What follows belongs to an exercise in optimizing a design on an open flow for small area; a production flow would make more cautious choices. Where RTL was checked, it was by simulation tests only, not by an equivalence proof against the original. Only the layout flow was run in run 2; the RTL was not checked for function there.

## flow/design.v (module list and top-level ports; edited modules follow where they fit)
// module dpll_loop_filter: 2138 lines
// module lf_fa: 4 lines
// module lf_ha: 4 lines
module dpll_loop_filter (
    input  wire               clk,
    input  wire               rst,
    input  wire               start,
    input  wire               preset,
    input  wire signed [31:0] e_loop,
    input  wire               frozen,
    input  wire        [4:0]  bw_code,
    input  wire        [2:0]  damp,
    input  wire               type3,
    input  wire        [9:0]  lim_ppm,
    input  wire signed [47:0] preset_fcw,
    output reg                done,
    output wire signed [47:0] fcw,
    output reg                clamp
);
  // ...
==> flow/run.sh <==
#!/bin/bash
# synth_recipe.tcl (not shown) runs the flow's synth.tcl, then flattens the netlist and writes it again
# the make line also repeats each setting of config.mk as NAME=value (left out here)
make -C /OpenROAD-flow-scripts/flow DESIGN_CONFIG=/design/flow/config.mk WORK_HOME=/design/flow/orfs CLKGATE_MAP_FILE= SYNTH_SCRIPT=/design/flow/synth_recipe.tcl finish
==> flow/config.mk <==
export PLATFORM = sky130hd
export DESIGN_NAME = dpll_loop_filter
export DESIGN_NICKNAME = dpll_loop_filter
export VERILOG_FILES = /design/flow/design.v
export SDC_FILE = /design/flow/constraint.sdc
export NUM_CORES = 4
export LEC_CHECK = 0
export ABC_AREA = 1
export CAP_MARGIN = 20
export CORE_MARGIN = 2
export CORE_UTILIZATION = 40
export SLEW_MARGIN = 20
export SYNTH_HIERARCHICAL = 1
export SYNTH_MEMORY_MAX_BITS = 131072
export SYNTH_MINIMUM_KEEP_SIZE = 0
==> flow/constraint.sdc <==
create_clock -name core_clock -period 40.0 [get_ports {clk}]
set_input_delay 8.0000 -clock core_clock [delete_from_list [all_inputs] [get_ports {clk}]]
set_output_delay 8.0000 -clock core_clock [all_outputs]
set_load 0.01 [all_outputs]
==> impl_metrics.yaml, run 1 <==
grt:
  gr-usage-met2_pct: 55.7
  antenna_found_initial: 1
  grt_use_total_pct: 34.3
  grt_start_max_net_pins: 97
die:
  die-area_mm2: 0.102
timing:
  whs_ps: 464
  maxSlewViolCount: 0
  fin_crit_sh_pct: 95.6
  relSlewSlack_pct: 31.4
yosys:
  synth_compound_gate_area_share_pct: 18.7
  synth_fp_nets: 6430
  synthArstFlopShare_pct: 0
  ys_seq_area_share_pct: 11.9
placement:
  port_buffers: 153
drt:
  drtIter0Drc: 3719
  met1_length_mm: 74.5
  wl_met2_mm: 81.4
  num_vias: 42000
  wirelength_mm: 179
  ant_nets: 0
cells_and_area:
  finalNonFillerCells: 7445
  seqAreaFraction_pct: 9.78
  seq_cell_count: 234
  n_all_buffers: 843
  fillers: 10100
  fin_util_pct: 49.5
  multi_input_gates: 4360
min_path:
  hold_path.class: "flop to flop"
worst_setup_path:
  crit_buf_inv: 17
  start_kind: "input pin"
  cp.arrival_ps: 38730
  worstSetupStartpoint: "bw_code[0]"
  timing.rr.end: "fcw_r[17]"
status:
  outcome: "no timing/DRC/antenna violations"
cts:
  postCtsSetupBuffers: 2
==> run 2: changes to the inputs <==
--- a/flow/design.v
+++ b/flow/design.v
@@ -1066,3 +1066,3 @@
     wire m833, m834;
-    lf_fa u_m833 (.a(m736), .b(m737), .c(m832), .s(m833), .co(m834));
+    lf_ha u_m833 (.a(m736), .b(m737), .s(m833), .co(m834));
     wire m835, m836;
@@ -1074,3 +1074,3 @@
     wire m841, m842;
-    lf_ha u_m841 (.a(m744), .b(m745), .s(m841), .co(m842));
+    lf_fa u_m841 (.a(m744), .b(m745), .c(m840), .s(m841), .co(m842));
     wire m843, m844;
@@ -1089,115 +1089,123 @@
     lf_fa u_m855 (.a(m758), .b(m759), .c(m854), .s(m855), .co(m856));
-    wire m857, m858;
-    lf_fa u_m857 (.a(m760), .b(m761), .c(m856), .s(m857), .co(m858));
-    wire m859, m860;
-    lf_fa u_m859 (.a(m762), .b(m763), .c(m858), .s(m859), .co(m860));
-    wire m861, m862;
-    lf_fa u_m861 (.a(m764), .b(m765), .c(m860), .s(m861), .co(m862));
-    wire m863, m864;
-    lf_fa u_m863 (.a(m766), .b(m767), .c(m862), .s(m863), .co(m864));
-    wire m865, m866;
-    lf_fa u_m865 (.a(m768), .b(m769), .c(m864), .s(m865), .co(m866));
-    wire m867, m868;
-    lf_fa u_m867 (.a(m770), .b(m771), .c(m866), .s(m867), .co(m868));
-    wire m869, m870;
-    lf_fa u_m869 (.a(m772), .b(m773), .c(m868), .s(m869), .co(m870));
-    wire m871, m872;
-    lf_fa u_m871 (.a(m774), .b(m775), .c(m870), .s(m871), .co(m872));
-    wire m873 = m841 ^ m840;
-    wire m874 = m843 ^ (m840 & m841);
-    wire m875 = m841 & m843;
-    wire m876 = m845 ^ (m840 & m875);
-    wire m877 = m875 & m845;
-    wire m878 = m847 ^ (m840 & m877);
-    wire m879 = m877 & m847;
-    wire m880 = m849 ^ (m840 & m879);
-    wire m881 = m879 & m849;
-    wire m882 = m851 ^ (m840 & m881);
-    wire m883 = m881 & m851;
-    wire m884 = m853 ^ (m840 & m883);
-    wire m885 = m883 & m853;
-    wire m886 = m855 ^ (m840 & m885);
-    wire m887 = m885 & m855;
-    wire m888 = m857 ^ (m840 & m887);
-    wire m889 = m887 & m857;
-    wire m890 = m859 ^ (m840 & m889);
-    wire m891 = m889 & m859;
-    wire m892 = m861 ^ (m840 & m891);
-    wire m893 = m891 & m861;
-    wire m894 = m863 ^ (m840 & m893);
-    wire m895 = m893 & m863;
-    wire m896 = m865 ^ (m840 & m895);
-    wire m897 = m895 & m865;
-    wire m898 = m867 ^ (m840 & m897);
-    wire m899 = m897 & m867;
-    wire m900 = m869 ^ (m840 & m899);
-    wire m901 = m899 & m869;
-    wire m902 = m871 ^ (m840 & m901);
-    wire m903 = m901 & m871;
-    wire m904 = m872 | (m840 & m903);
-    wire m905, m906;
-    lf_ha u_m905 (.a(m776), .b(m777), .s(m905), .co(m906));
-    wire m907, m908;
-    lf_fa u_m907 (.a(m778), .b(m779), .c(m906), .s(m907), .co(m908));
-    wire m909, m910;
-    lf_fa u_m909 (.a(m780), .b(m781), .c(m908), .s(m909), .co(m910));
-    wire m911, m912;
-    lf_fa u_m911 (.a(m782), .b(m783), .c(m910), .s(m911), .co(m912));
-    wire m913, m914;
-    lf_fa u_m913 (.a(m784), .b(m785), .c(m912), .s(m913), .co(m914));
-    wire m915, m916;
-    lf_fa u_m915 (.a(m786), .b(m787), .c(m914), .s(m915), .co(m916));
-    wire m917, m918;
-    lf_fa u_m917 (.a(m788), .b(m789), .c(m916), .s(m917), .co(m918));
-    wire m919, m920;
-    lf_fa u_m919 (.a(m790), .b(m791), .c(m918), .s(m919), .co(m920));
-    wire m921, m922;
-    lf_fa u_m921 (.a(m792), .b(m793), .c(m920), .s(m921), .co(m922));
-    wire m923, m924;
-    lf_fa u_m923 (.a(m794), .b(m795), .c(m922), .s(m923), .co(m924));
-    wire m925, m926;
-    lf_fa u_m925 (.a(m796), .b(m797), .c(m924), .s(m925), .co(m926));
-    wire m927, m928;
-    lf_fa u_m927 (.a(m798), .b(m799), .c(m926), .s(m927), .co(m928));
+    wire m857 = m833 ^ m832;
+    wire m858 = m835 ^ (m832 & m833);
+    wire m859 = m833 & m835;
+    wire m860 = m837 ^ (m832 & m859);
+    wire m861 = m859 & m837;
+    wire m862 = m839 ^ (m832 & m861);
+    wire m863 = m861 & m839;
+    wire m864 = m841 ^ (m832 & m863);
+    wire m865 = m863 & m841;
+    wire m866 = m843 ^ (m832 & m865);
+    wire m867 = m865 & m843;
+    wire m868 = m845 ^ (m832 & m867);
+    wire m869 = m867 & m845;
+    wire m870 = m847 ^ (m832 & m869);
+    wire m871 = m869 & m847;
+    wire m872 = m849 ^ (m832 & m871);
+    wire m873 = m871 & m849;
+    wire m874 = m851 ^ (m832 & m873);
+    wire m875 = m873 & m851;
+    wire m876 = m853 ^ (m832 & m875);
+    wire m877 = m875 & m853;
+    wire m878 = m855 ^ (m832 & m877);
+    wire m879 = m877 & m855;
+    wire m880 = m856 | (m832 & m879);
+    wire m881, m882;
+    lf_ha u_m881 (.a(m760), .b(m761), .s(m881), .co(m882));
+    wire m883, m884;
+    lf_fa u_m883 (.a(m762), .b(m763), .c(m882), .s(m883), .co(m884));
+    wire m885, m886;
+    lf_fa u_m885 (.a(m764), .b(m765), .c(m884), .s(m885), .co(m886));
+    wire m887, m888;
+    lf_fa u_m887 (.a(m766), .b(m767), .c(m886), .s(m887), .co(m888));
+    wire m889, m890;
+    lf_fa u_m889 (.a(m768), .b(m769), .c(m888), .s(m889), .co(m890));
+    wire m891, m892;
+    lf_fa u_m891 (.a(m770), .b(m771), .c(m890), .s(m891), .co(m892));
+    wire m893, m894;
+    lf_fa u_m893 (.a(m772), .b(m773), .c(m892), .s(m893), .co(m894));
+    wire m895, m896;
+    lf_fa u_m895 (.a(m774), .b(m775), .c(m894), .s(m895), .co(m896));
+    wire m897, m898;
+    lf_fa u_m897 (.a(m776), .b(m777), .c(m896), .s(m897), .co(m898));
+    wire m899, m900;
+    lf_fa u_m899 (.a(m778), .b(m779), .c(m898), .s(m899), .co(m900));
+    wire m901, m902;
+    lf_fa u_m901 (.a(m780), .b(m781), .c(m900), .s(m901), .co(m902));
+    wire m903, m904;
+    lf_fa u_m903 (.a(m782), .b(m783), .c(m902), .s(m903), .co(m904));
+    wire m905 = m881 ^ m880;
+    wire m906 = m883 ^ (m880 & m881);
+    wire m907 = m881 & m883;
+    wire m908 = m885 ^ (m880 & m907);
+    wire m909 = m907 & m885;
+    wire m910 = m887 ^ (m880 & m909);
+    wire m911 = m909 & m887;
+    wire m912 = m889 ^ (m880 & m911);
+    wire m913 = m911 & m889;
+    wire m914 = m891 ^ (m880 & m913);
+    wire m915 = m913 & m891;
+    wire m916 = m893 ^ (m880 & m915);
+    wire m917 = m915 & m893;
+    wire m918 = m895 ^ (m880 & m917);
+    wire m919 = m917 & m895;
+    wire m920 = m897 ^ (m880 & m919);
+    wire m921 = m919 & m897;
+    wire m922 = m899 ^ (m880 & m921);
+    wire m923 = m921 & m899;
+    wire m924 = m901 ^ (m880 & m923);
+    wire m925 = m923 & m901;
+    wire m926 = m903 ^ (m880 & m925);
+    wire m927 = m925 & m903;
+    wire m928 = m904 | (m880 & m927);
     wire m929, m930;
-    lf_fa u_m929 (.a(m800), .b(m801), .c(m928), .s(m929), .co(m930));
+    lf_ha u_m929 (.a(m784), .b(m785), .s(m929), .co(m930));
     wire m931, m932;
-    lf_fa u_m931 (.a(m802), .b(m803), .c(m930), .s(m931), .co(m932));
+    lf_fa u_m931 (.a(m786), .b(m787), .c(m930), .s(m931), .co(m932));
     wire m933, m934;
-    lf_fa u_m933 (.a(m804), .b(m805), .c(m932), .s(m933), .co(m934));
+    lf_fa u_m933 (.a(m788), .b(m789), .c(m932), .s(m933), .co(m934));
     wire m935, m936;
-    lf_fa u_m935 (.a(m806), .b(m807), .c(m934), .s(m935), .co(m936));
-    wire m937 = m905 ^ m904;
-    wire m938 = m907 ^ (m904 & m905);
-    wire m939 = m905 & m907;
-    wire m940 = m909 ^ (m904 & m939);
-    wire m941 = m939 & m909;
-    wire m942 = m911 ^ (m904 & m941);
-    wire m943 = m941 & m911;
-    wire m944 = m913 ^ (m904 & m943);
-    wire m945 = m943 & m913;
-    wire m946 = m915 ^ (m904 & m945);
-    wire m947 = m945 & m915;
-    wire m948 = m917 ^ (m904 & m947);
-    wire m949 = m947 & m917;
-    wire m950 = m919 ^ (m904 & m949);
-    wire m951 = m949 & m919;
-    wire m952 = m921 ^ (m904 & m951);
-    wire m953 = m951 & m921;
-    wire m954 = m923 ^ (m904 & m953);
-    wire m955 = m953 & m923;
-    wire m956 = m925 ^ (m904 & m955);
-    wire m957 = m955 & m925;
-    wire m958 = m927 ^ (m904 & m957);
-    wire m959 = m957 & m927;
-    wire m960 = m929 ^ (m904 & m959);
-    wire m961 = m959 & m929;
-    wire m962 = m931 ^ (m904 & m961);
-    wire m963 = m961 & m931;
-    wire m964 = m933 ^ (m904 & m963);
-    wire m965 = m963 & m933;
-    wire m966 = m935 ^ (m904 & m965);
-    wire m967 = m965 & m935;
-    wire m968 = m936 | (m904 & m967);
-    wire [47:0] prod = {m966, m964, m962, m960, m958, m956, m954, m952, m950, m948, m946, m944, m942, m940, m938, m937, m902, m900, m898, m896, m894, m892, m890, m888, m886, m884, m882, m880, m878, m876, m874, m873, m839, m837, m835, m833, m831, m829, m827, m825, m823, m821, m819, m817, m815, m813, m811, m809};
+    lf_fa u_m935 (.a(m790), .b(m791), .c(m934), .s(m935), .co(m936));
+    wire m937, m938;
+    lf_fa u_m937 (.a(m792), .b(m793), .c(m936), .s(m937), .co(m938));
+    wire m939, m940;
+    lf_fa u_m939 (.a(m794), .b(m795), .c(m938), .s(m939), .co(m940));
+    wire m941, m942;
+    lf_fa u_m941 (.a(m796), .b(m797), .c(m940), .s(m941), .co(m942));
+    wire m943, m944;
+    lf_fa u_m943 (.a(m798), .b(m799), .c(m942), .s(m943), .co(m944));
+    wire m945, m946;
+    lf_fa u_m945 (.a(m800), .b(m801), .c(m944), .s(m945), .co(m946));
+    wire m947, m948;
+    lf_fa u_m947 (.a(m802), .b(m803), .c(m946), .s(m947), .co(m948));
+    wire m949, m950;
+    lf_fa u_m949 (.a(m804), .b(m805), .c(m948), .s(m949), .co(m950));
+    wire m951, m952;
+    lf_fa u_m951 (.a(m806), .b(m807), .c(m950), .s(m951), .co(m952));
+    wire m953 = m929 ^ m928;
+    wire m954 = m931 ^ (m928 & m929);
+    wire m955 = m929 & m931;
+    wire m956 = m933 ^ (m928 & m955);
+    wire m957 = m955 & m933;
+    wire m958 = m935 ^ (m928 & m957);
+    wire m959 = m957 & m935;
+    wire m960 = m937 ^ (m928 & m959);
+    wire m961 = m959 & m937;
+    wire m962 = m939 ^ (m928 & m961);
+    wire m963 = m961 & m939;
+    wire m964 = m941 ^ (m928 & m963);
+    wire m965 = m963 & m941;
+    wire m966 = m943 ^ (m928 & m965);
+    wire m967 = m965 & m943;
+    wire m968 = m945 ^ (m928 & m967);
+    wire m969 = m967 & m945;
+    wire m970 = m947 ^ (m928 & m969);
+    wire m971 = m969 & m947;
+    wire m972 = m949 ^ (m928 & m971);
+    wire m973 = m971 & m949;
+    wire m974 = m951 ^ (m928 & m973);
+    wire m975 = m973 & m951;
+    wire m976 = m952 | (m928 & m975);
+    wire [47:0] prod = {m974, m972, m970, m968, m966, m964, m962, m960, m958, m956, m954, m953, m926, m924, m922, m920, m918, m916, m914, m912, m910, m908, m906, m905, m878, m876, m874, m872, m870, m868, m866, m864, m862, m860, m858, m857, m831, m829, m827, m825, m823, m821, m819, m817, m815, m813, m811, m809};
     wire [87:0] sh0 = {prod, 40'd0};
@@ -1428,3 +1436,3 @@
     wire a217, a218;
-    lf_fa u_a217 (.a(a24), .b(a25), .c(a216), .s(a217), .co(a218));
+    lf_ha u_a217 (.a(a24), .b(a25), .s(a217), .co(a218));
     wire a219, a220;
@@ -1451,291 +1459,315 @@
     lf_fa u_a239 (.a(a46), .b(a47), .c(a238), .s(a239), .co(a240));
-    wire a241, a242;
-    lf_ha u_a241 (.a(a48), .b(a49), .s(a241), .co(a242));
-    wire a243, a244;
-    lf_fa u_a243 (.a(a50), .b(a51), .c(a242), .s(a243), .co(a244));
-    wire a245, a246;
-    lf_fa u_a245 (.a(a52), .b(a53), .c(a244), .s(a245), .co(a246));
-    wire a247, a248;
-    lf_fa u_a247 (.a(a54), .b(a55), .c(a246), .s(a247), .co(a248));
-    wire a249, a250;
-    lf_fa u_a249 (.a(a56), .b(a57), .c(a248), .s(a249), .co(a250));
-    wire a251, a252;
-    lf_fa u_a251 (.a(a58), .b(a59), .c(a250), .s(a251), .co(a252));
-    wire a253, a254;
-    lf_fa u_a253 (.a(a60), .b(a61), .c(a252), .s(a253), .co(a254));
-    wire a255, a256;
-    lf_fa u_a255 (.a(a62), .b(a63), .c(a254), .s(a255), .co(a256));
-    wire a257, a258;
-    lf_fa u_a257 (.a(a64), .b(a65), .c(a256), .s(a257), .co(a258));
-    wire a259, a260;
-    lf_fa u_a259 (.a(a66), .b(a67), .c(a258), .s(a259), .co(a260));
-    wire a261, a262;
-    lf_fa u_a261 (.a(a68), .b(a69), .c(a260), .s(a261), .co(a262));
-    wire a263, a264;
-    lf_fa u_a263 (.a(a70), .b(a71), .c(a262), .s(a263), .co(a264));
+    wire a241 = a217 ^ a216;
+    wire a242 = a219 ^ (a216 & a217);
+    wire a243 = a217 & a219;
+    wire a244 = a221 ^ (a216 & a243);
+    wire a245 = a243 & a221;
+    wire a246 = a223 ^ (a216 & a245);
+    wire a247 = a245 & a223;
+    wire a248 = a225 ^ (a216 & a247);
+    wire a249 = a247 & a225;
+    wire a250 = a227 ^ (a216 & a249);
+    wire a251 = a249 & a227;
+    wire a252 = a229 ^ (a216 & a251);
+    wire a253 = a251 & a229;
+    wire a254 = a231 ^ (a216 & a253);
+    wire a255 = a253 & a231;
+    wire a256 = a233 ^ (a216 & a255);
+    wire a257 = a255 & a233;
+    wire a258 = a235 ^ (a216 & a257);
+    wire a259 = a257 & a235;
+    wire a260 = a237 ^ (a216 & a259);
+    wire a261 = a259 & a237;
+    wire a262 = a239 ^ (a216 & a261);
+    wire a263 = a261 & a239;
+    wire a264 = a240 | (a216 & a263);
     wire a265, a266;
-    lf_fa u_a265 (.a(a72), .b(a73), .c(a264), .s(a265), .co(a266));
+    lf_ha u_a265 (.a(a48), .b(a49), .s(a265), .co(a266));
     wire a267, a268;
-    lf_fa u_a267 (.a(a74), .b(a75), .c(a266), .s(a267), .co(a268));
+    lf_fa u_a267 (.a(a50), .b(a51), .c(a266), .s(a267), .co(a268));
     wire a269, a270;
-    lf_fa u_a269 (.a(a76), .b(a77), .c(a268), .s(a269), .co(a270));
+    lf_fa u_a269 (.a(a52), .b(a53), .c(a268), .s(a269), .co(a270));
     wire a271, a272;
-    lf_fa u_a271 (.a(a78), .b(a79), .c(a270), .s(a271), .co(a272));
+    lf_fa u_a271 (.a(a54), .b(a55), .c(a270), .s(a271), .co(a272));
     wire a273, a274;
-    lf_fa u_a273 (.a(a80), .b(a81), .c(a272), .s(a273), .co(a274));
+    lf_fa u_a273 (.a(a56), .b(a57), .c(a272), .s(a273), .co(a274));
     wire a275, a276;
-    lf_fa u_a275 (.a(a82), .b(a83), .c(a274), .s(a275), .co(a276));
+    lf_fa u_a275 (.a(a58), .b(a59), .c(a274), .s(a275), .co(a276));
     wire a277, a278;
-    lf_fa u_a277 (.a(a84), .b(a85), .c(a276), .s(a277), .co(a278));
+    lf_fa u_a277 (.a(a60), .b(a61), .c(a276), .s(a277), .co(a278));
     wire a279, a280;
-    lf_fa u_a279 (.a(a86), .b(a87), .c(a278), .s(a279), .co(a280));
+    lf_fa u_a279 (.a(a62), .b(a63), .c(a278), .s(a279), .co(a280));
     wire a281, a282;
-    lf_fa u_a281 (.a(a88), .b(a89), .c(a280), .s(a281), .co(a282));
+    lf_fa u_a281 (.a(a64), .b(a65), .c(a280), .s(a281), .co(a282));
     wire a283, a284;
-    lf_fa u_a283 (.a(a90), .b(a91), .c(a282), .s(a283), .co(a284));
+    lf_fa u_a283 (.a(a66), .b(a67), .c(a282), .s(a283), .co(a284));
     wire a285, a286;
-    lf_fa u_a285 (.a(a92), .b(a93), .c(a284), .s(a285), .co(a286));
+    lf_fa u_a285 (.a(a68), .b(a69), .c(a284), .s(a285), .co(a286));
     wire a287, a288;
-    lf_fa u_a287 (.a(a94), .b(a95), .c(a286), .s(a287), .co(a288));
-    wire a289 = a241 ^ a240;
-    wire a290 = a243 ^ (a240 & a241);
-    wire a291 = a241 & a243;
-    wire a292 = a245 ^ (a240 & a291);
-    wire a293 = a291 & a245;
-    wire a294 = a247 ^ (a240 & a293);
-    wire a295 = a293 & a247;
-    wire a296 = a249 ^ (a240 & a295);
-    wire a297 = a295 & a249;
-    wire a298 = a251 ^ (a240 & a297);
-    wire a299 = a297 & a251;
-    wire a300 = a253 ^ (a240 & a299);
-    wire a301 = a299 & a253;
-    wire a302 = a255 ^ (a240 & a301);
-    wire a303 = a301 & a255;
-    wire a304 = a257 ^ (a240 & a303);
-    wire a305 = a303 & a257;
-    wire a306 = a259 ^ (a240 & a305);
-    wire a307 = a305 & a259;
-    wire a308 = a261 ^ (a240 & a307);
-    wire a309 = a307 & a261;
-    wire a310 = a263 ^ (a240 & a309);
-    wire a311 = a309 & a263;
-    wire a312 = a265 ^ (a240 & a311);
-    wire a313 = a311 & a265;
-    wire a314 = a267 ^ (a240 & a313);
-    wire a315 = a313 & a267;
-    wire a316 = a269 ^ (a240 & a315);
-    wire a317 = a315 & a269;
-    wire a318 = a271 ^ (a240 & a317);
-    wire a319 = a317 & a271;
-    wire a320 = a273 ^ (a240 & a319);
-    wire a321 = a319 & a273;
-    wire a322 = a275 ^ (a240 & a321);
-    wire a323 = a321 & a275;
-    wire a324 = a277 ^ (a240 & a323);
-    wire a325 = a323 & a277;
-    wire a326 = a279 ^ (a240 & a325);
-    wire a327 = a325 & a279;
-    wire a328 = a281 ^ (a240 & a327);
-    wire a329 = a327 & a281;
-    wire a330 = a283 ^ (a240 & a329);
-    wire a331 = a329 & a283;
-    wire a332 = a285 ^ (a240 & a331);
-    wire a333 = a331 & a285;
-    wire a334 = a287 ^ (a240 & a333);
-    wire a335 = a333 & a287;
-    wire a336 = a288 | (a240 & a335);
-    wire a337, a338;
-    lf_ha u_a337 (.a(a96), .b(a97), .s(a337), .co(a338));
-    wire a339, a340;
-    lf_fa u_a339 (.a(a98), .b(a99), .c(a338), .s(a339), .co(a340));
-    wire a341, a342;
-    lf_fa u_a341 (.a(a100), .b(a101), .c(a340), .s(a341), .co(a342));
-    wire a343, a344;
-    lf_fa u_a343 (.a(a102), .b(a103), .c(a342), .s(a343), .co(a344));
-    wire a345, a346;
-    lf_fa u_a345 (.a(a104), .b(a105), .c(a344), .s(a345), .co(a346));
-    wire a347, a348;
-    lf_fa u_a347 (.a(a106), .b(a107), .c(a346), .s(a347), .co(a348));
-    wire a349, a350;
-    lf_fa u_a349 (.a(a108), .b(a109), .c(a348), .s(a349), .co(a350));
-    wire a351, a352;
-    lf_fa u_a351 (.a(a110), .b(a111), .c(a350), .s(a351), .co(a352));
-    wire a353, a354;
-    lf_fa u_a353 (.a(a112), .b(a113), .c(a352), .s(a353), .co(a354));
-    wire a355, a356;
-    lf_fa u_a355 (.a(a114), .b(a115), .c(a354), .s(a355), .co(a356));
-    wire a357, a358;
-    lf_fa u_a357 (.a(a116), .b(a117), .c(a356), .s(a357), .co(a358));
-    wire a359, a360;
-    lf_fa u_a359 (.a(a118), .b(a119), .c(a358), .s(a359), .co(a360));
+    lf_fa u_a287 (.a(a70), .b(a71), .c(a286), .s(a287), .co(a288));
+    wire a289 = a265 ^ a264;
+    wire a290 = a267 ^ (a264 & a265);
+    wire a291 = a265 & a267;
+    wire a292 = a269 ^ (a264 & a291);
+    wire a293 = a291 & a269;
+    wire a294 = a271 ^ (a264 & a293);
+    wire a295 = a293 & a271;
+    wire a296 = a273 ^ (a264 & a295);
+    wire a297 = a295 & a273;
+    wire a298 = a275 ^ (a264 & a297);
+    wire a299 = a297 & a275;
+    wire a300 = a277 ^ (a264 & a299);
+    wire a301 = a299 & a277;
+    wire a302 = a279 ^ (a264 & a301);
+    wire a303 = a301 & a279;
+    wire a304 = a281 ^ (a264 & a303);
+    wire a305 = a303 & a281;
+    wire a306 = a283 ^ (a264 & a305);
+    wire a307 = a305 & a283;
+    wire a308 = a285 ^ (a264 & a307);
+    wire a309 = a307 & a285;
+    wire a310 = a287 ^ (a264 & a309);
+    wire a311 = a309 & a287;
+    wire a312 = a288 | (a264 & a311);
+    wire a313, a314;
+    lf_ha u_a313 (.a(a72), .b(a73), .s(a313), .co(a314));
+    wire a315, a316;
+    lf_fa u_a315 (.a(a74), .b(a75), .c(a314), .s(a315), .co(a316));
+    wire a317, a318;
+    lf_fa u_a317 (.a(a76), .b(a77), .c(a316), .s(a317), .co(a318));
+    wire a319, a320;
+    lf_fa u_a319 (.a(a78), .b(a79), .c(a318), .s(a319), .co(a320));
+    wire a321, a322;
+    lf_fa u_a321 (.a(a80), .b(a81), .c(a320), .s(a321), .co(a322));
+    wire a323, a324;
+    lf_fa u_a323 (.a(a82), .b(a83), .c(a322), .s(a323), .co(a324));
+    wire a325, a326;
+    lf_fa u_a325 (.a(a84), .b(a85), .c(a324), .s(a325), .co(a326));
+    wire a327, a328;
+    lf_fa u_a327 (.a(a86), .b(a87), .c(a326), .s(a327), .co(a328));
+    wire a329, a330;
+    lf_fa u_a329 (.a(a88), .b(a89), .c(a328), .s(a329), .co(a330));
+    wire a331, a332;
+    lf_fa u_a331 (.a(a90), .b(a91), .c(a330), .s(a331), .co(a332));
+    wire a333, a334;
+    lf_fa u_a333 (.a(a92), .b(a93), .c(a332), .s(a333), .co(a334));
+    wire a335, a336;
+    lf_fa u_a335 (.a(a94), .b(a95), .c(a334), .s(a335), .co(a336));
+    wire a337 = a313 ^ a312;
+    wire a338 = a315 ^ (a312 & a313);
+    wire a339 = a313 & a315;
+    wire a340 = a317 ^ (a312 & a339);
+    wire a341 = a339 & a317;
+    wire a342 = a319 ^ (a312 & a341);
+    wire a343 = a341 & a319;
+    wire a344 = a321 ^ (a312 & a343);
+    wire a345 = a343 & a321;
+    wire a346 = a323 ^ (a312 & a345);
+    wire a347 = a345 & a323;
+    wire a348 = a325 ^ (a312 & a347);
+    wire a349 = a347 & a325;
+    wire a350 = a327 ^ (a312 & a349);
+    wire a351 = a349 & a327;
+    wire a352 = a329 ^ (a312 & a351);
+    wire a353 = a351 & a329;
+    wire a354 = a331 ^ (a312 & a353);
+    wire a355 = a353 & a331;
+    wire a356 = a333 ^ (a312 & a355);
+    wire a357 = a355 & a333;
+    wire a358 = a335 ^ (a312 & a357);
+    wire a359 = a357 & a335;
+    wire a360 = a336 | (a312 & a359);
     wire a361, a362;
-    lf_fa u_a361 (.a(a120), .b(a121), .c(a360), .s(a361), .co(a362));
+    lf_ha u_a361 (.a(a96), .b(a97), .s(a361), .co(a362));
     wire a363, a364;
-    lf_fa u_a363 (.a(a122), .b(a123), .c(a362), .s(a363), .co(a364));
+    lf_fa u_a363 (.a(a98), .b(a99), .c(a362), .s(a363), .co(a364));
     wire a365, a366;
-    lf_fa u_a365 (.a(a124), .b(a125), .c(a364), .s(a365), .co(a366));
+    lf_fa u_a365 (.a(a100), .b(a101), .c(a364), .s(a365), .co(a366));
     wire a367, a368;
-    lf_fa u_a367 (.a(a126), .b(a127), .c(a366), .s(a367), .co(a368));
+    lf_fa u_a367 (.a(a102), .b(a103), .c(a366), .s(a367), .co(a368));
     wire a369, a370;
-    lf_fa u_a369 (.a(a128), .b(a129), .c(a368), .s(a369), .co(a370));
+    lf_fa u_a369 (.a(a104), .b(a105), .c(a368), .s(a369), .co(a370));
     wire a371, a372;
-    lf_fa u_a371 (.a(a130), .b(a131), .c(a370), .s(a371), .co(a372));
+    lf_fa u_a371 (.a(a106), .b(a107), .c(a370), .s(a371), .co(a372));
     wire a373, a374;
-    lf_fa u_a373 (.a(a132), .b(a133), .c(a372), .s(a373), .co(a374));
+    lf_fa u_a373 (.a(a108), .b(a109), .c(a372), .s(a373), .co(a374));
     wire a375, a376;
-    lf_fa u_a375 (.a(a134), .b(a135), .c(a374), .s(a375), .co(a376));
+    lf_fa u_a375 (.a(a110), .b(a111), .c(a374), .s(a375), .co(a376));
     wire a377, a378;
-    lf_fa u_a377 (.a(a136), .b(a137), .c(a376), .s(a377), .co(a378));
+    lf_fa u_a377 (.a(a112), .b(a113), .c(a376), .s(a377), .co(a378));
     wire a379, a380;
-    lf_fa u_a379 (.a(a138), .b(a139), .c(a378), .s(a379), .co(a380));
+    lf_fa u_a379 (.a(a114), .b(a115), .c(a378), .s(a379), .co(a380));
     wire a381, a382;
-    lf_fa u_a381 (.a(a140), .b(a141), .c(a380), .s(a381), .co(a382));
+    lf_fa u_a381 (.a(a116), .b(a117), .c(a380), .s(a381), .co(a382));
     wire a383, a384;
-    lf_fa u_a383 (.a(a142), .b(a143), .c(a382), .s(a383), .co(a384));
-    wire a385 = a337 ^ a336;
-    wire a386 = a339 ^ (a336 & a337);
-    wire a387 = a337 & a339;
-    wire a388 = a341 ^ (a336 & a387);
-    wire a389 = a387 & a341;
-    wire a390 = a343 ^ (a336 & a389);
-    wire a391 = a389 & a343;
-    wire a392 = a345 ^ (a336 & a391);
-    wire a393 = a391 & a345;
-    wire a394 = a347 ^ (a336 & a393);
-    wire a395 = a393 & a347;
-    wire a396 = a349 ^ (a336 & a395);
-    wire a397 = a395 & a349;
-    wire a398 = a351 ^ (a336 & a397);
-    wire a399 = a397 & a351;
-    wire a400 = a353 ^ (a336 & a399);
-    wire a401 = a399 & a353;
-    wire a402 = a355 ^ (a336 & a401);
-    wire a403 = a401 & a355;
-    wire a404 = a357 ^ (a336 & a403);
-    wire a405 = a403 & a357;
-    wire a406 = a359 ^ (a336 & a405);
-    wire a407 = a405 & a359;
-    wire a408 = a361 ^ (a336 & a407);
-    wire a409 = a407 & a361;
-    wire a410 = a363 ^ (a336 & a409);
-    wire a411 = a409 & a363;
-    wire a412 = a365 ^ (a336 & a411);
-    wire a413 = a411 & a365;
-    wire a414 = a367 ^ (a336 & a413);
-    wire a415 = a413 & a367;
-    wire a416 = a369 ^ (a336 & a415);
-    wire a417 = a415 & a369;
-    wire a418 = a371 ^ (a336 & a417);
-    wire a419 = a417 & a371;
-    wire a420 = a373 ^ (a336 & a419);
-    wire a421 = a419 & a373;
-    wire a422 = a375 ^ (a336 & a421);
-    wire a423 = a421 & a375;
-    wire a424 = a377 ^ (a336 & a423);
-    wire a425 = a423 & a377;
-    wire a426 = a379 ^ (a336 & a425);
-    wire a427 = a425 & a379;
-    wire a428 = a381 ^ (a336 & a427);
-    wire a429 = a427 & a381;
-    wire a430 = a383 ^ (a336 & a429);
-    wire a431 = a429 & a383;
-    wire a432 = a384 | (a336 & a431);
-    wire a433, a434;
-    lf_ha u_a433 (.a(a144), .b(a145), .s(a433), .co(a434));
-    wire a435, a436;
-    lf_fa u_a435 (.a(a146), .b(a147), .c(a434), .s(a435), .co(a436));
-    wire a437, a438;
-    lf_fa u_a437 (.a(a148), .b(a149), .c(a436), .s(a437), .co(a438));
-    wire a439, a440;
-    lf_fa u_a439 (.a(a150), .b(a151), .c(a438), .s(a439), .co(a440));
-    wire a441, a442;
-    lf_fa u_a441 (.a(a152), .b(a153), .c(a440), .s(a441), .co(a442));
-    wire a443, a444;
-    lf_fa u_a443 (.a(a154), .b(a155), .c(a442), .s(a443), .co(a444));
-    wire a445, a446;
-    lf_fa u_a445 (.a(a156), .b(a157), .c(a444), .s(a445), .co(a446));
-    wire a447, a448;
-    lf_fa u_a447 (.a(a158), .b(a159), .c(a446), .s(a447), .co(a448));
-    wire a449, a450;
-    lf_fa u_a449 (.a(a160), .b(a161), .c(a448), .s(a449), .co(a450));
-    wire a451, a452;
-    lf_fa u_a451 (.a(a162), .b(a163), .c(a450), .s(a451), .co(a452));
-    wire a453, a454;
-    lf_fa u_a453 (.a(a164), .b(a165), .c(a452), .s(a453), .co(a454));
-    wire a455, a456;
-    lf_fa u_a455 (.a(a166), .b(a167), .c(a454), .s(a455), .co(a456));
+    lf_fa u_a383 (.a(a118), .b(a119), .c(a382), .s(a383), .co(a384));
+    wire a385 = a361 ^ a360;
+    wire a386 = a363 ^ (a360 & a361);
+    wire a387 = a361 & a363;
+    wire a388 = a365 ^ (a360 & a387);
+    wire a389 = a387 & a365;
+    wire a390 = a367 ^ (a360 & a389);
+    wire a391 = a389 & a367;
+    wire a392 = a369 ^ (a360 & a391);
+    wire a393 = a391 & a369;
+    wire a394 = a371 ^ (a360 & a393);
+    wire a395 = a393 & a371;
+    wire a396 = a373 ^ (a360 & a395);
+    wire a397 = a395 & a373;
+    wire a398 = a375 ^ (a360 & a397);
+    wire a399 = a397 & a375;
+    wire a400 = a377 ^ (a360 & a399);
+    wire a401 = a399 & a377;
+    wire a402 = a379 ^ (a360 & a401);
+    wire a403 = a401 & a379;
+    wire a404 = a381 ^ (a360 & a403);
+    wire a405 = a403 & a381;
+    wire a406 = a383 ^ (a360 & a405);
+    wire a407 = a405 & a383;
+    wire a408 = a384 | (a360 & a407);
+    wire a409, a410;
+    lf_ha u_a409 (.a(a120), .b(a121), .s(a409), .co(a410));
+    wire a411, a412;
+    lf_fa u_a411 (.a(a122), .b(a123), .c(a410), .s(a411), .co(a412));
+    wire a413, a414;
+    lf_fa u_a413 (.a(a124), .b(a125), .c(a412), .s(a413), .co(a414));
+    wire a415, a416;
+    lf_fa u_a415 (.a(a126), .b(a127), .c(a414), .s(a415), .co(a416));
+    wire a417, a418;
+    lf_fa u_a417 (.a(a128), .b(a129), .c(a416), .s(a417), .co(a418));
+    wire a419, a420;
+    lf_fa u_a419 (.a(a130), .b(a131), .c(a418), .s(a419), .co(a420));
+    wire a421, a422;
+    lf_fa u_a421 (.a(a132), .b(a133), .c(a420), .s(a421), .co(a422));
+    wire a423, a424;
+    lf_fa u_a423 (.a(a134), .b(a135), .c(a422), .s(a423), .co(a424));
+    wire a425, a426;
+    lf_fa u_a425 (.a(a136), .b(a137), .c(a424), .s(a425), .co(a426));
+    wire a427, a428;
+    lf_fa u_a427 (.a(a138), .b(a139), .c(a426), .s(a427), .co(a428));
+    wire a429, a430;
+    lf_fa u_a429 (.a(a140), .b(a141), .c(a428), .s(a429), .co(a430));
+    wire a431, a432;
+    lf_fa u_a431 (.a(a142), .b(a143), .c(a430), .s(a431), .co(a432));
+    wire a433 = a409 ^ a408;
+    wire a434 = a411 ^ (a408 & a409);
+    wire a435 = a409 & a411;
+    wire a436 = a413 ^ (a408 & a435);
+    wire a437 = a435 & a413;
+    wire a438 = a415 ^ (a408 & a437);
+    wire a439 = a437 & a415;
+    wire a440 = a417 ^ (a408 & a439);
+    wire a441 = a439 & a417;
+    wire a442 = a419 ^ (a408 & a441);
+    wire a443 = a441 & a419;
+    wire a444 = a421 ^ (a408 & a443);
+    wire a445 = a443 & a421;
+    wire a446 = a423 ^ (a408 & a445);
+    wire a447 = a445 & a423;
+    wire a448 = a425 ^ (a408 & a447);
+    wire a449 = a447 & a425;
+    wire a450 = a427 ^ (a408 & a449);
+    wire a451 = a449 & a427;
+    wire a452 = a429 ^ (a408 & a451);
+    wire a453 = a451 & a429;
+    wire a454 = a431 ^ (a408 & a453);
+    wire a455 = a453 & a431;
+    wire a456 = a432 | (a408 & a455);
     wire a457, a458;
-    lf_fa u_a457 (.a(a168), .b(a169), .c(a456), .s(a457), .co(a458));
+    lf_ha u_a457 (.a(a144), .b(a145), .s(a457), .co(a458));
     wire a459, a460;
-    lf_fa u_a459 (.a(a170), .b(a171), .c(a458), .s(a459), .co(a460));
+    lf_fa u_a459 (.a(a146), .b(a147), .c(a458), .s(a459), .co(a460));
     wire a461, a462;
-    lf_fa u_a461 (.a(a172), .b(a173), .c(a460), .s(a461), .co(a462));
+    lf_fa u_a461 (.a(a148), .b(a149), .c(a460), .s(a461), .co(a462));
     wire a463, a464;
-    lf_fa u_a463 (.a(a174), .b(a175), .c(a462), .s(a463), .co(a464));
+    lf_fa u_a463 (.a(a150), .b(a151), .c(a462), .s(a463), .co(a464));
     wire a465, a466;
-    lf_fa u_a465 (.a(a176), .b(a177), .c(a464), .s(a465), .co(a466));
+    lf_fa u_a465 (.a(a152), .b(a153), .c(a464), .s(a465), .co(a466));
     wire a467, a468;
-    lf_fa u_a467 (.a(a178), .b(a179), .c(a466), .s(a467), .co(a468));
+    lf_fa u_a467 (.a(a154), .b(a155), .c(a466), .s(a467), .co(a468));
     wire a469, a470;
-    lf_fa u_a469 (.a(a180), .b(a181), .c(a468), .s(a469), .co(a470));
+    lf_fa u_a469 (.a(a156), .b(a157), .c(a468), .s(a469), .co(a470));
     wire a471, a472;
-    lf_fa u_a471 (.a(a182), .b(a183), .c(a470), .s(a471), .co(a472));
+    lf_fa u_a471 (.a(a158), .b(a159), .c(a470), .s(a471), .co(a472));
     wire a473, a474;
-    lf_fa u_a473 (.a(a184), .b(a185), .c(a472), .s(a473), .co(a474));
+    lf_fa u_a473 (.a(a160), .b(a161), .c(a472), .s(a473), .co(a474));
     wire a475, a476;
-    lf_fa u_a475 (.a(a186), .b(a187), .c(a474), .s(a475), .co(a476));
+    lf_fa u_a475 (.a(a162), .b(a163), .c(a474), .s(a475), .co(a476));
     wire a477, a478;
-    lf_fa u_a477 (.a(a188), .b(a189), .c(a476), .s(a477), .co(a478));
+    lf_fa u_a477 (.a(a164), .b(a165), .c(a476), .s(a477), .co(a478));
     wire a479, a480;
-    lf_fa u_a479 (.a(a190), .b(a191), .c(a478), .s(a479), .co(a480));
-    wire a481 = a433 ^ a432;
-    wire a482 = a435 ^ (a432 & a433);
-    wire a483 = a433 & a435;
-    wire a484 = a437 ^ (a432 & a483);
-    wire a485 = a483 & a437;
-    wire a486 = a439 ^ (a432 & a485);
-    wire a487 = a485 & a439;
-    wire a488 = a441 ^ (a432 & a487);
-    wire a489 = a487 & a441;
-    wire a490 = a443 ^ (a432 & a489);
-    wire a491 = a489 & a443;
-    wire a492 = a445 ^ (a432 & a491);
-    wire a493 = a491 & a445;
-    wire a494 = a447 ^ (a432 & a493);
-    wire a495 = a493 & a447;
-    wire a496 = a449 ^ (a432 & a495);
-    wire a497 = a495 & a449;
-    wire a498 = a451 ^ (a432 & a497);
-    wire a499 = a497 & a451;
-    wire a500 = a453 ^ (a432 & a499);
-    wire a501 = a499 & a453;
-    wire a502 = a455 ^ (a432 & a501);
-    wire a503 = a501 & a455;
-    wire a504 = a457 ^ (a432 & a503);
-    wire a505 = a503 & a457;
-    wire a506 = a459 ^ (a432 & a505);
-    wire a507 = a505 & a459;
-    wire a508 = a461 ^ (a432 & a507);
-    wire a509 = a507 & a461;
-    wire a510 = a463 ^ (a432 & a509);
-    wire a511 = a509 & a463;
-    wire a512 = a465 ^ (a432 & a511);
-    wire a513 = a511 & a465;
-    wire a514 = a467 ^ (a432 & a513);
-    wire a515 = a513 & a467;
-    wire a516 = a469 ^ (a432 & a515);
-    wire a517 = a515 & a469;
-    wire a518 = a471 ^ (a432 & a517);
-    wire a519 = a517 & a471;
-    wire a520 = a473 ^ (a432 & a519);
-    wire a521 = a519 & a473;
-    wire a522 = a475 ^ (a432 & a521);
-    wire a523 = a521 & a475;
-    wire a524 = a477 ^ (a432 & a523);
-    wire a525 = a523 & a477;
-    wire a526 = a479 ^ (a432 & a525);
-    wire a527 = a525 & a479;
-    wire a528 = a480 | (a432 & a527);
-    wire [95:0] sum = {a526, a524, a522, a520, a518, a516, a514, a512, a510, a508, a506, a504, a502, a500, a498, a496, a494, a492, a490, a488, a486, a484, a482, a481, a430, a428, a426, a424, a422, a420, a418, a416, a414, a412, a410, a408, a406, a404, a402, a400, a398, a396, a394, a392, a390, a388, a386, a385, a334, a332, a330, a328, a326, a324, a322, a320, a318, a316, a314, a312, a310, a308, a306, a304, a302, a300, a298, a296, a294, a292, a290, a289, a239, a237, a235, a233, a231, a229, a227, a225, a223, a221, a219, a217, a215, a213, a211, a209, a207, a205, a203, a201, a199, a197, a195, a193};
+    lf_fa u_a479 (.a(a166), .b(a167), .c(a478), .s(a479), .co(a480));
+    wire a481 = a457 ^ a456;
+    wire a482 = a459 ^ (a456 & a457);
+    wire a483 = a457 & a459;
+    wire a484 = a461 ^ (a456 & a483);
+    wire a485 = a483 & a461;
+    wire a486 = a463 ^ (a456 & a485);
+    wire a487 = a485 & a463;
+    wire a488 = a465 ^ (a456 & a487);
+    wire a489 = a487 & a465;
+    wire a490 = a467 ^ (a456 & a489);
+    wire a491 = a489 & a467;
+    wire a492 = a469 ^ (a456 & a491);
+    wire a493 = a491 & a469;
+    wire a494 = a471 ^ (a456 & a493);
+    wire a495 = a493 & a471;
+    wire a496 = a473 ^ (a456 & a495);
+    wire a497 = a495 & a473;
+    wire a498 = a475 ^ (a456 & a497);
+    wire a499 = a497 & a475;
+    wire a500 = a477 ^ (a456 & a499);
+    wire a501 = a499 & a477;
+    wire a502 = a479 ^ (a456 & a501);
+    wire a503 = a501 & a479;
+    wire a504 = a480 | (a456 & a503);
+    wire a505, a506;
+    lf_ha u_a505 (.a(a168), .b(a169), .s(a505), .co(a506));
+    wire a507, a508;
+    lf_fa u_a507 (.a(a170), .b(a171), .c(a506), .s(a507), .co(a508));
+    wire a509, a510;
+    lf_fa u_a509 (.a(a172), .b(a173), .c(a508), .s(a509), .co(a510));
+    wire a511, a512;
+    lf_fa u_a511 (.a(a174), .b(a175), .c(a510), .s(a511), .co(a512));
+    wire a513, a514;
+    lf_fa u_a513 (.a(a176), .b(a177), .c(a512), .s(a513), .co(a514));
+    wire a515, a516;
+    lf_fa u_a515 (.a(a178), .b(a179), .c(a514), .s(a515), .co(a516));
+    wire a517, a518;
+    lf_fa u_a517 (.a(a180), .b(a181), .c(a516), .s(a517), .co(a518));
+    wire a519, a520;
+    lf_fa u_a519 (.a(a182), .b(a183), .c(a518), .s(a519), .co(a520));
+    wire a521, a522;
+    lf_fa u_a521 (.a(a184), .b(a185), .c(a520), .s(a521), .co(a522));
+    wire a523, a524;
+    lf_fa u_a523 (.a(a186), .b(a187), .c(a522), .s(a523), .co(a524));
+    wire a525, a526;
+    lf_fa u_a525 (.a(a188), .b(a189), .c(a524), .s(a525), .co(a526));
+    wire a527, a528;
+    lf_fa u_a527 (.a(a190), .b(a191), .c(a526), .s(a527), .co(a528));
+    wire a529 = a505 ^ a504;
+    wire a530 = a507 ^ (a504 & a505);
+    wire a531 = a505 & a507;
+    wire a532 = a509 ^ (a504 & a531);
+    wire a533 = a531 & a509;
+    wire a534 = a511 ^ (a504 & a533);
+    wire a535 = a533 & a511;
+    wire a536 = a513 ^ (a504 & a535);
+    wire a537 = a535 & a513;
+    wire a538 = a515 ^ (a504 & a537);
+    wire a539 = a537 & a515;
+    wire a540 = a517 ^ (a504 & a539);
+    wire a541 = a539 & a517;
+    wire a542 = a519 ^ (a504 & a541);
+    wire a543 = a541 & a519;
+    wire a544 = a521 ^ (a504 & a543);
+    wire a545 = a543 & a521;
+    wire a546 = a523 ^ (a504 & a545);
+    wire a547 = a545 & a523;
+    wire a548 = a525 ^ (a504 & a547);
+    wire a549 = a547 & a525;
+    wire a550 = a527 ^ (a504 & a549);
+    wire a551 = a549 & a527;
+    wire a552 = a528 | (a504 & a551);
+    wire [95:0] sum = {a550, a548, a546, a544, a542, a540, a538, a536, a534, a532, a530, a529, a502, a500, a498, a496, a494, a492, a490, a488, a486, a484, a482, a481, a454, a452, a450, a448, a446, a444, a442, a440, a438, a436, a434, a433, a406, a404, a402, a400, a398, a396, a394, a392, a390, a388, a386, a385, a358, a356, a354, a352, a350, a348, a346, a344, a342, a340, a338, a337, a310, a308, a306, a304, a302, a300, a298, a296, a294, a292, a290, a289, a262, a260, a258, a256, a254, a252, a250, a248, a246, a244, a242, a241, a215, a213, a211, a209, a207, a205, a203, a201, a199, a197, a195, a193};
     wire ppm_big = (&lim_ppm[9:5]) & (lim_ppm[4] | (lim_ppm[3] & (|lim_ppm[2:0])));
@@ -1972,122 +2004,154 @@
     wire        cmp_ge = hneg | (p3 & lo_nz);
-    wire [39:0] cg;
-    assign cg[0] = cmp_ge;
-    wire cgx0 = hx[0] & ~lim[0];
-    wire cgq0 = ~(hx[0] ^ lim[0]);
-    assign cg[1] = cgx0 | (cgq0 & cg[0]);
-    wire cgx1 = hx[1] & ~lim[1];
-    wire cgq1 = ~(hx[1] ^ lim[1]);
-    assign cg[2] = cgx1 | (cgq1 & cg[1]);
-    wire cgx2 = hx[2] & ~lim[2];
-    wire cgq2 = ~(hx[2] ^ lim[2]);
-    assign cg[3] = cgx2 | (cgq2 & cg[2]);
-    wire cgx3 = hx[3] & ~lim[3];
-    wire cgq3 = ~(hx[3] ^ lim[3]);
-    assign cg[4] = cgx3 | (cgq3 & cg[3]);
-    wire cgx4 = hx[4] & ~lim[4];
-    wire cgq4 = ~(hx[4] ^ lim[4]);
-    assign cg[5] = cgx4 | (cgq4 & cg[4]);
-    wire cgx5 = hx[5] & ~lim[5];
-    wire cgq5 = ~(hx[5] ^ lim[5]);
-    assign cg[6] = cgx5 | (cgq5 & cg[5]);
-    wire cgx6 = hx[6] & ~lim[6];
-    wire cgq6 = ~(hx[6] ^ lim[6]);
-    assign cg[7] = cgx6 | (cgq6 & cg[6]);
-    wire cgx7 = hx[7] & ~lim[7];
-    wire cgq7 = ~(hx[7] ^ lim[7]);
-    assign cg[8] = cgx7 | (cgq7 & cg[7]);
-    wire cgx8 = hx[8] & ~lim[8];
-    wire cgq8 = ~(hx[8] ^ lim[8]);
-    assign cg[9] = cgx8 | (cgq8 & cg[8]);
-    wire cgx9 = hx[9] & ~lim[9];
-    wire cgq9 = ~(hx[9] ^ lim[9]);
-    assign cg[10] = cgx9 | (cgq9 & cg[9]);
-    wire cgx10 = hx[10] & ~lim[10];
-    wire cgq10 = ~(hx[10] ^ lim[10]);
-    assign cg[11] = cgx10 | (cgq10 & cg[10]);
-    wire cgx11 = hx[11] & ~lim[11];
-    wire cgq11 = ~(hx[11] ^ lim[11]);
-    assign cg[12] = cgx11 | (cgq11 & cg[11]);
-    wire cgx12 = hx[12] & ~lim[12];
-    wire cgq12 = ~(hx[12] ^ lim[12]);
-    assign cg[13] = cgx12 | (cgq12 & cg[12]);
-    wire cgx13 = hx[13] & ~lim[13];
-    wire cgq13 = ~(hx[13] ^ lim[13]);
-    assign cg[14] = cgx13 | (cgq13 & cg[13]);
-    wire cgx14 = hx[14] & ~lim[14];
-    wire cgq14 = ~(hx[14] ^ lim[14]);
-    assign cg[15] = cgx14 | (cgq14 & cg[14]);
-    wire cgx15 = hx[15] & ~lim[15];
-    wire cgq15 = ~(hx[15] ^ lim[15]);
-    assign cg[16] = cgx15 | (cgq15 & cg[15]);
-    wire cgx16 = hx[16] & ~lim[16];
-    wire cgq16 = ~(hx[16] ^ lim[16]);
-    assign cg[17] = cgx16 | (cgq16 & cg[16]);
-    wire cgx17 = hx[17] & ~lim[17];
-    wire cgq17 = ~(hx[17] ^ lim[17]);
-    assign cg[18] = cgx17 | (cgq17 & cg[17]);
-    wire cgx18 = hx[18] & ~lim[18];
-    wire cgq18 = ~(hx[18] ^ lim[18]);
-    assign cg[19] = cgx18 | (cgq18 & cg[18]);
-    wire cgx19 = hx[19] & ~lim[19];
-    wire cgq19 = ~(hx[19] ^ lim[19]);
-    assign cg[20] = cgx19 | (cgq19 & cg[19]);
-    wire cgx20 = hx[20] & ~lim[20];
-    wire cgq20 = ~(hx[20] ^ lim[20]);
-    assign cg[21] = cgx20 | (cgq20 & cg[20]);
-    wire cgx21 = hx[21] & ~lim[21];
-    wire cgq21 = ~(hx[21] ^ lim[21]);
-    assign cg[22] = cgx21 | (cgq21 & cg[21]);
-    wire cgx22 = hx[22] & ~lim[22];
-    wire cgq22 = ~(hx[22] ^ lim[22]);
-    assign cg[23] = cgx22 | (cgq22 & cg[22]);
-    wire cgx23 = hx[23] & ~lim[23];
-    wire cgq23 = ~(hx[23] ^ lim[23]);
-    assign cg[24] = cgx23 | (cgq23 & cg[23]);
-    wire cgx24 = hx[24] & ~lim[24];
-    wire cgq24 = ~(hx[24] ^ lim[24]);
-    assign cg[25] = cgx24 | (cgq24 & cg[24]);
-    wire cgx25 = hx[25] & ~lim[25];
-    wire cgq25 = ~(hx[25] ^ lim[25]);
-    assign cg[26] = cgx25 | (cgq25 & cg[25]);
-    wire cgx26 = hx[26] & ~lim[26];
-    wire cgq26 = ~(hx[26] ^ lim[26]);
-    assign cg[27] = cgx26 | (cgq26 & cg[26]);
-    wire cgx27 = hx[27] & ~lim[27];
-    wire cgq27 = ~(hx[27] ^ lim[27]);
-    assign cg[28] = cgx27 | (cgq27 & cg[27]);
-    wire cgx28 = hx[28] & ~lim[28];
-    wire cgq28 = ~(hx[28] ^ lim[28]);
-    assign cg[29] = cgx28 | (cgq28 & cg[28]);
-    wire cgx29 = hx[29] & ~lim[29];
-    wire cgq29 = ~(hx[29] ^ lim[29]);
-    assign cg[30] = cgx29 | (cgq29 & cg[29]);
-    wire cgx30 = hx[30] & ~lim[30];
-    wire cgq30 = ~(hx[30] ^ lim[30]);
-    assign cg[31] = cgx30 | (cgq30 & cg[30]);
-    wire cgx31 = hx[31] & ~lim[31];
-    wire cgq31 = ~(hx[31] ^ lim[31]);
-    assign cg[32] = cgx31 | (cgq31 & cg[31]);
-    wire cgx32 = hx[32] & ~lim[32];
-    wire cgq32 = ~(hx[32] ^ lim[32]);
-    assign cg[33] = cgx32 | (cgq32 & cg[32]);
-    wire cgx33 = hx[33] & ~lim[33];
-    wire cgq33 = ~(hx[33] ^ lim[33]);
-    assign cg[34] = cgx33 | (cgq33 & cg[33]);
-    wire cgx34 = hx[34] & ~lim[34];
-    wire cgq34 = ~(hx[34] ^ lim[34]);
-    assign cg[35] = cgx34 | (cgq34 & cg[34]);
-    wire cgx35 = hx[35] & ~lim[35];
-    wire cgq35 = ~(hx[35] ^ lim[35]);
-    assign cg[36] = cgx35 | (cgq35 & cg[35]);
-    wire cgx36 = hx[36] & ~lim[36];
-    wire cgq36 = ~(hx[36] ^ lim[36]);
-    assign cg[37] = cgx36 | (cgq36 & cg[36]);
-    wire cgx37 = hx[37] & ~lim[37];
-    wire cgq37 = ~(hx[37] ^ lim[37]);
-    assign cg[38] = cgx37 | (cgq37 & cg[37]);
-    wire cgx38 = hx[38] & ~lim[38];
-    wire cgq38 = ~(hx[38] ^ lim[38]);
-    assign cg[39] = cgx38 | (cgq38 & cg[38]);
-    wire cmp_over = (|hx[49:39]) | cg[39];
+    wire cgg0 = hx[0] & ~lim[0];
+    wire cgp0 = hx[0] | ~lim[0];
+    wire cgg1 = hx[1] & ~lim[1];
+    wire cgp1 = hx[1] | ~lim[1];
+    wire cgg2 = hx[2] & ~lim[2];
+    wire cgp2 = hx[2] | ~lim[2];
+    wire cgg3 = hx[3] & ~lim[3];
+    wire cgp3 = hx[3] | ~lim[3];
+    wire cgg4 = hx[4] & ~lim[4];
+    wire cgp4 = hx[4] | ~lim[4];
+    wire cgg5 = hx[5] & ~lim[5];
+    wire cgp5 = hx[5] | ~lim[5];
+    wire cgg6 = hx[6] & ~lim[6];
+    wire cgp6 = hx[6] | ~lim[6];
+    wire cgg7 = hx[7] & ~lim[7];
+    wire cgp7 = hx[7] | ~lim[7];
+    wire cgg8 = hx[8] & ~lim[8];
+    wire cgp8 = hx[8] | ~lim[8];
+    wire cgg9 = hx[9] & ~lim[9];
+    wire cgp9 = hx[9] | ~lim[9];
+    wire cgg10 = hx[10] & ~lim[10];
+    wire cgp10 = hx[10] | ~lim[10];
+    wire cgg11 = hx[11] & ~lim[11];
+    wire cgp11 = hx[11] | ~lim[11];
+    wire cgg12 = hx[12] & ~lim[12];
+    wire cgp12 = hx[12] | ~lim[12];
+    wire cgg13 = hx[13] & ~lim[13];
+    wire cgp13 = hx[13] | ~lim[13];
+    wire cgg14 = hx[14] & ~lim[14];
+    wire cgp14 = hx[14] | ~lim[14];
+    wire cgg15 = hx[15] & ~lim[15];
+    wire cgp15 = hx[15] | ~lim[15];
+    wire cgg16 = hx[16] & ~lim[16];
+    wire cgp16 = hx[16] | ~lim[16];
+    wire cgg17 = hx[17] & ~lim[17];
+    wire cgp17 = hx[17] | ~lim[17];
+    wire cgg18 = hx[18] & ~lim[18];
+    wire cgp18 = hx[18] | ~lim[18];
+    wire cgg19 = hx[19] & ~lim[19];
+    wire cgp19 = hx[19] | ~lim[19];
+    wire cgg20 = hx[20] & ~lim[20];
+    wire cgp20 = hx[20] | ~lim[20];
+    wire cgg21 = hx[21] & ~lim[21];
+    wire cgp21 = hx[21] | ~lim[21];
+    wire cgg22 = hx[22] & ~lim[22];
+    wire cgp22 = hx[22] | ~lim[22];
+    wire cgg23 = hx[23] & ~lim[23];
+    wire cgp23 = hx[23] | ~lim[23];
+    wire cgg24 = hx[24] & ~lim[24];
+    wire cgp24 = hx[24] | ~lim[24];
+    wire cgg25 = hx[25] & ~lim[25];
+    wire cgp25 = hx[25] | ~lim[25];
+    wire cgg26 = hx[26] & ~lim[26];
+    wire cgp26 = hx[26] | ~lim[26];
+    wire cgg27 = hx[27] & ~lim[27];
+    wire cgp27 = hx[27] | ~lim[27];
+    wire cgg28 = hx[28] & ~lim[28];
+    wire cgp28 = hx[28] | ~lim[28];
+    wire cgg29 = hx[29] & ~lim[29];
+    wire cgp29 = hx[29] | ~lim[29];
+    wire cgg30 = hx[30] & ~lim[30];
+    wire cgp30 = hx[30] | ~lim[30];
+    wire cgg31 = hx[31] & ~lim[31];
+    wire cgp31 = hx[31] | ~lim[31];
+    wire cgg32 = hx[32] & ~lim[32];
+    wire cgp32 = hx[32] | ~lim[32];
+    wire cgg33 = hx[33] & ~lim[33];
+    wire cgp33 = hx[33] | ~lim[33];
+    wire cgg34 = hx[34] & ~lim[34];
+    wire cgp34 = hx[34] | ~lim[34];
+    wire cgg35 = hx[35] & ~lim[35];
+    wire cgp35 = hx[35] | ~lim[35];
+    wire cgg36 = hx[36] & ~lim[36];
+    wire cgp36 = hx[36] | ~lim[36];
+    wire cgg37 = hx[37] & ~lim[37];
+    wire cgp37 = hx[37] | ~lim[37];
+    wire cgg38 = hx[38] & ~lim[38];
+    wire cgp38 = hx[38] | ~lim[38];
+    wire cbg1 = cgg1 | (cgp1 & cgg0);
+    wire cbp1 = cgp1 & cgp0;
+    wire cbg2 = cgg2 | (cgp2 & cbg1);
+    wire cbp2 = cgp2 & cbp1;
+    wire cbg3 = cgg3 | (cgp3 & cbg2);
+    wire cbp3 = cgp3 & cbp2;
+    wire cbg4 = cgg4 | (cgp4 & cbg3);
+    wire cbp4 = cgp4 & cbp3;
+    wire cbg5 = cgg5 | (cgp5 & cbg4);
+    wire cbp5 = cgp5 & cbp4;
+    wire cbg6 = cgg6 | (cgp6 & cbg5);
+    wire cbp6 = cgp6 & cbp5;
+    wire cbg7 = cgg7 | (cgp7 & cbg6);
+    wire cbp7 = cgp7 & cbp6;
+    wire cbc8 = cbg7 | (cbp7 & cmp_ge);
+    wire cbg9 = cgg9 | (cgp9 & cgg8);
+    wire cbp9 = cgp9 & cgp8;
+    wire cbg10 = cgg10 | (cgp10 & cbg9);
+    wire cbp10 = cgp10 & cbp9;
+    wire cbg11 = cgg11 | (cgp11 & cbg10);
+    wire cbp11 = cgp11 & cbp10;
+    wire cbg12 = cgg12 | (cgp12 & cbg11);
+    wire cbp12 = cgp12 & cbp11;
+    wire cbg13 = cgg13 | (cgp13 & cbg12);
+    wire cbp13 = cgp13 & cbp12;
+    wire cbg14 = cgg14 | (cgp14 & cbg13);
+    wire cbp14 = cgp14 & cbp13;
+    wire cbg15 = cgg15 | (cgp15 & cbg14);
+    wire cbp15 = cgp15 & cbp14;
+    wire cbc16 = cbg15 | (cbp15 & cbc8);
+    wire cbg17 = cgg17 | (cgp17 & cgg16);
+    wire cbp17 = cgp17 & cgp16;
+    wire cbg18 = cgg18 | (cgp18 & cbg17);
+    wire cbp18 = cgp18 & cbp17;
+    wire cbg19 = cgg19 | (cgp19 & cbg18);
+    wire cbp19 = cgp19 & cbp18;
+    wire cbg20 = cgg20 | (cgp20 & cbg19);
+    wire cbp20 = cgp20 & cbp19;
+    wire cbg21 = cgg21 | (cgp21 & cbg20);
+    wire cbp21 = cgp21 & cbp20;
+    wire cbg22 = cgg22 | (cgp22 & cbg21);
+    wire cbp22 = cgp22 & cbp21;
+    wire cbg23 = cgg23 | (cgp23 & cbg22);
+    wire cbp23 = cgp23 & cbp22;
+    wire cbc24 = cbg23 | (cbp23 & cbc16);
+    wire cbg25 = cgg25 | (cgp25 & cgg24);
+    wire cbp25 = cgp25 & cgp24;
+    wire cbg26 = cgg26 | (cgp26 & cbg25);
+    wire cbp26 = cgp26 & cbp25;
+    wire cbg27 = cgg27 | (cgp27 & cbg26);
+    wire cbp27 = cgp27 & cbp26;
+    wire cbg28 = cgg28 | (cgp28 & cbg27);
+    wire cbp28 = cgp28 & cbp27;
+    wire cbg29 = cgg29 | (cgp29 & cbg28);
+    wire cbp29 = cgp29 & cbp28;
+    wire cbg30 = cgg30 | (cgp30 & cbg29);
+    wire cbp30 = cgp30 & cbp29;
+    wire cbg31 = cgg31 | (cgp31 & cbg30);
+    wire cbp31 = cgp31 & cbp30;
+    wire cbc32 = cbg31 | (cbp31 & cbc24);
+    wire cbg33 = cgg33 | (cgp33 & cgg32);
+    wire cbp33 = cgp33 & cgp32;
+    wire cbg34 = cgg34 | (cgp34 & cbg33);
+    wire cbp34 = cgp34 & cbp33;
+    wire cbg35 = cgg35 | (cgp35 & cbg34);
+    wire cbp35 = cgp35 & cbp34;
+    wire cbg36 = cgg36 | (cgp36 & cbg35);
+    wire cbp36 = cgp36 & cbp35;
+    wire cbg37 = cgg37 | (cgp37 & cbg36);
+    wire cbp37 = cgp37 & cbp36;
+    wire cbg38 = cgg38 | (cgp38 & cbg37);
+    wire cbp38 = cgp38 & cbp37;
+    wire cbc39 = cbg38 | (cbp38 & cbc32);
+    wire cmp_over = (|hx[49:39]) | cbc39;
     wire        over = (p3 | p4) & cmp_over;
==> run 2 against run 1 <==
Non-clock buffer count fell by 593. First-iteration DRC count grew 17%. Critical path depth decreased by 65. Clock skew decreased by 8.9 ps. Area after synthesis rose by 2.7%. Global-route usage down 3.5 points. Via count down 2.8%. Core utilization shrank 6.1 points. Register-to-register slack gained 2900 ps. Final cell count fell by 5.5%. Critical path type unchanged. Critical endpoint is now i1[74].
==> impl_metrics.yaml, run 2 <==
cells_and_area:
  reg_top3: "i2: 96 flops, i1: 82 flops, fcw_r: 40 flops"
  largest_reg_flops: 96
  drive_gt1_share_pct: 6.48
  final_cell_mix: "1,322 x nand2_1, 614 x inv_1, 527 x o21ai_0"
grt:
  grt_pass1_vias: 40100
  grt_start_max_net_pins: 88
  antenna_found_initial: 1
  grt_use_total_pct: 30.8
  overflow: 0
  grt_pass1_wl_mm: 252
yosys:
  synth_fp_nets: 6506
  ys_seq_area_share_pct: 11.6
  synth.most_common_cell: "nand2_1"
  yosys.area.top_type: "fa_1"
  syn-cell-area_mm2: 0.0410
  synthArstFlopShare_pct: 0
  netlist.area_leader.share_pct: 23.3
  avgSynthCellArea_um2: 7.13
  synth.area.top_cells: "fa_1 23%, nand2_1 12%, dfxtp_1 11%"
  synth_flop_cell: "dfxtp_1"
die:
  start_util_pct: 40.3
  fp.dieW_um: 324
  die-area_mm2: 0.105
  rows: 117
  ioPinCount: 154
min_path:
  hold_path.class: "flop to flop"
  whs_path_depth: 2
timing:
  maxSlewViolCount: 0
  rsz0062_at_grt: "false"
  fin_setup_tns_ps: 0
  tightestPinTransition_ps: 1170
  setup_viol: 0
  fin_worst_skew_ps: 35.4
  fin_crit_sh_pct: 89.4
  relSlewSlack_pct: 21.5
drt:
  wire_per_inst_um: 23.7
  viasPerCell: 5.81
  drtIter0Drc: 4342
  drt_pass1_iterations: 7
  wirelength_mm: 166
  ant_nets: 0
  num_vias: 40800
worst_setup_path:
  worstReg2RegStart: "p2"
  cp.arrival_ps: 36210
  worstSetupStartpoint: "bw_code[0]"
  critPathRequiredTime_ps: 40450
  cp_common_cell: "fa_1"
  timing.rr.end: "i1[74]"
  reg2reg_slack_ps: 11780
  critPathMaxStageDelay_ps: 820
  r2r_cells: 118
  start_kind: "input pin"
  crit_path_end_kind: "flop"
  crit_fanout: 43
cts:
  clockBufferDepth: 3
  cts_resized: 0
  numClockSinks: 234
  ctsHoldBuffers: 0
  postCtsSetupBuffers: 0
placement:
  dpl.hpwl_mm: 126
  port_buffers: 153
flow_run:
  cap_violations: 0
status:
  outcome: "no timing/DRC/antenna violations"
run 2: cell types whose count changed in the layout (fill, tap and decap cells not counted), sizes merged, moves of 15 or more:
cell   previous run  this run
buf             691        99
o22ai           255       271
or2              11        41
nand3           177       233
inv             658       636
nand4            59        75
ha              198       169
mux2i            35        20
nand2          1286      1369
run 2: worst max-delay path by stage:
stage | endpoint | slack [ps] | depth (start not counted)
floorplan | i2[65] | 9950 | 116
global placement | i1[76] | 4640 | 121
detailed placement | i1[74] | 4240 | 109
CTS | i1[74] | 4820 | 109
global route | i1[72] | 2460 | 116
finish | i1[74] | 4240 | 121
run 2: routing by layer:
| metal | GRT usage [%] | part of all wire [%] | wire length [µm] | vias to the layer above |
|---|---|---|---|---|
| met2 | 49.0 | 45 | 74500 | 1997 |
| met4 | 15.0 | 5.7 | 9500 | 2 |
| met3 | 3.64 | 7.6 | 12700 | 424 |
| met5 | 0 | 0.0072 | 12 | - |
| met1 | 41.4 | 42 | 69600 | 19800 |
| li1 | - | - | - | 18700 |
run 2: area by class of cell:
type                            count  area, µm²
Antenna cell                        1       2.50
Fill cell                       10700      57600
Timing Repair Buffer              250       2260
Tap cell                         1368       1710
Clock inverter                     15        178
Multi-Input combinational cell   4487      32000
Clock buffer                       38        790
Inverter                          642       2410
Sequential cell                   234       4780
run 2: critical path: cells and delay by family:
family	cells	cell delay, ps
AOI/OAI and AO/OA	17	4000
xor gates and xnor gates	3	710
muxes	1	150
adders and majority gates	32	12390
buffers and inverters	10	2220
and+or+nand+nor	58	8640
run 2: Yosys stat by module, one instance, submodules excluded:
module            cells  times used  flip-flops and latches  area (µm²)
lf_ha                 1          82                       0        12.5
lf_fa                 1         477                       0        20.0
dpll_loop_filter   5196           1                     234       30500
run 2: cell families after synthesis:
logic type	share of synthesized area, %
AOI/OAI and AO/OA	19.1
buffers and inverters	10.7
muxes	0.515
and+or+nand+nor	22.0
adders and majority gates	28.5
xor gates and xnor gates	7.64
DFF	11.6
run 2: metrics by stage:
stage	util (%)	instances	setup slack, ps	hold WS, ps
2_1_floorplan	-	5755	9950	442
3_3_place_gp	42.4	6981	4640	451
3_5_place_dp	42.4	6981	4240	455
4_1_cts	43.4	7034	4820	465
5_1_grt	43.4	7034	2460	475
6_report	43.4	7035	4240	464

-- re-timing with driven ports --
In the flow no input, the clock included, has a driving cell. The finished layouts below were timed again as built, in two steps.
Step 1, drivers: a clkbuf_16 drives clk and a buf_2 each remaining input, both assumed.
Step 2 also shifts input and output timing later by t, the mid clock arrival at the registers, as if the neighbouring blocks saw the same clock.
Three values: no drivers, after step 1, after step 2; two values: the first two.
| run | t, ns | setup WS [ns] | hold WS [ns] | worst setup path at the end | worst slew at a driven data input, ns |
|---|---|---|---|---|---|
| run 1 | 0.641 | 1.760 / 1.798 / 1.156 | 0.464 / 0.464 / 0.464 | input to register | 0.08 |
| run 2 | 0.649 | 4.241 / 4.272 / 3.624 | 0.464 / 0.464 / 0.464 | input to register | 0.08 |
After both steps every run listed still meets setup and hold. The setup slack of run 2, which loses most, moves by +0.031 ns with the drivers and by -0.617 ns with both steps.
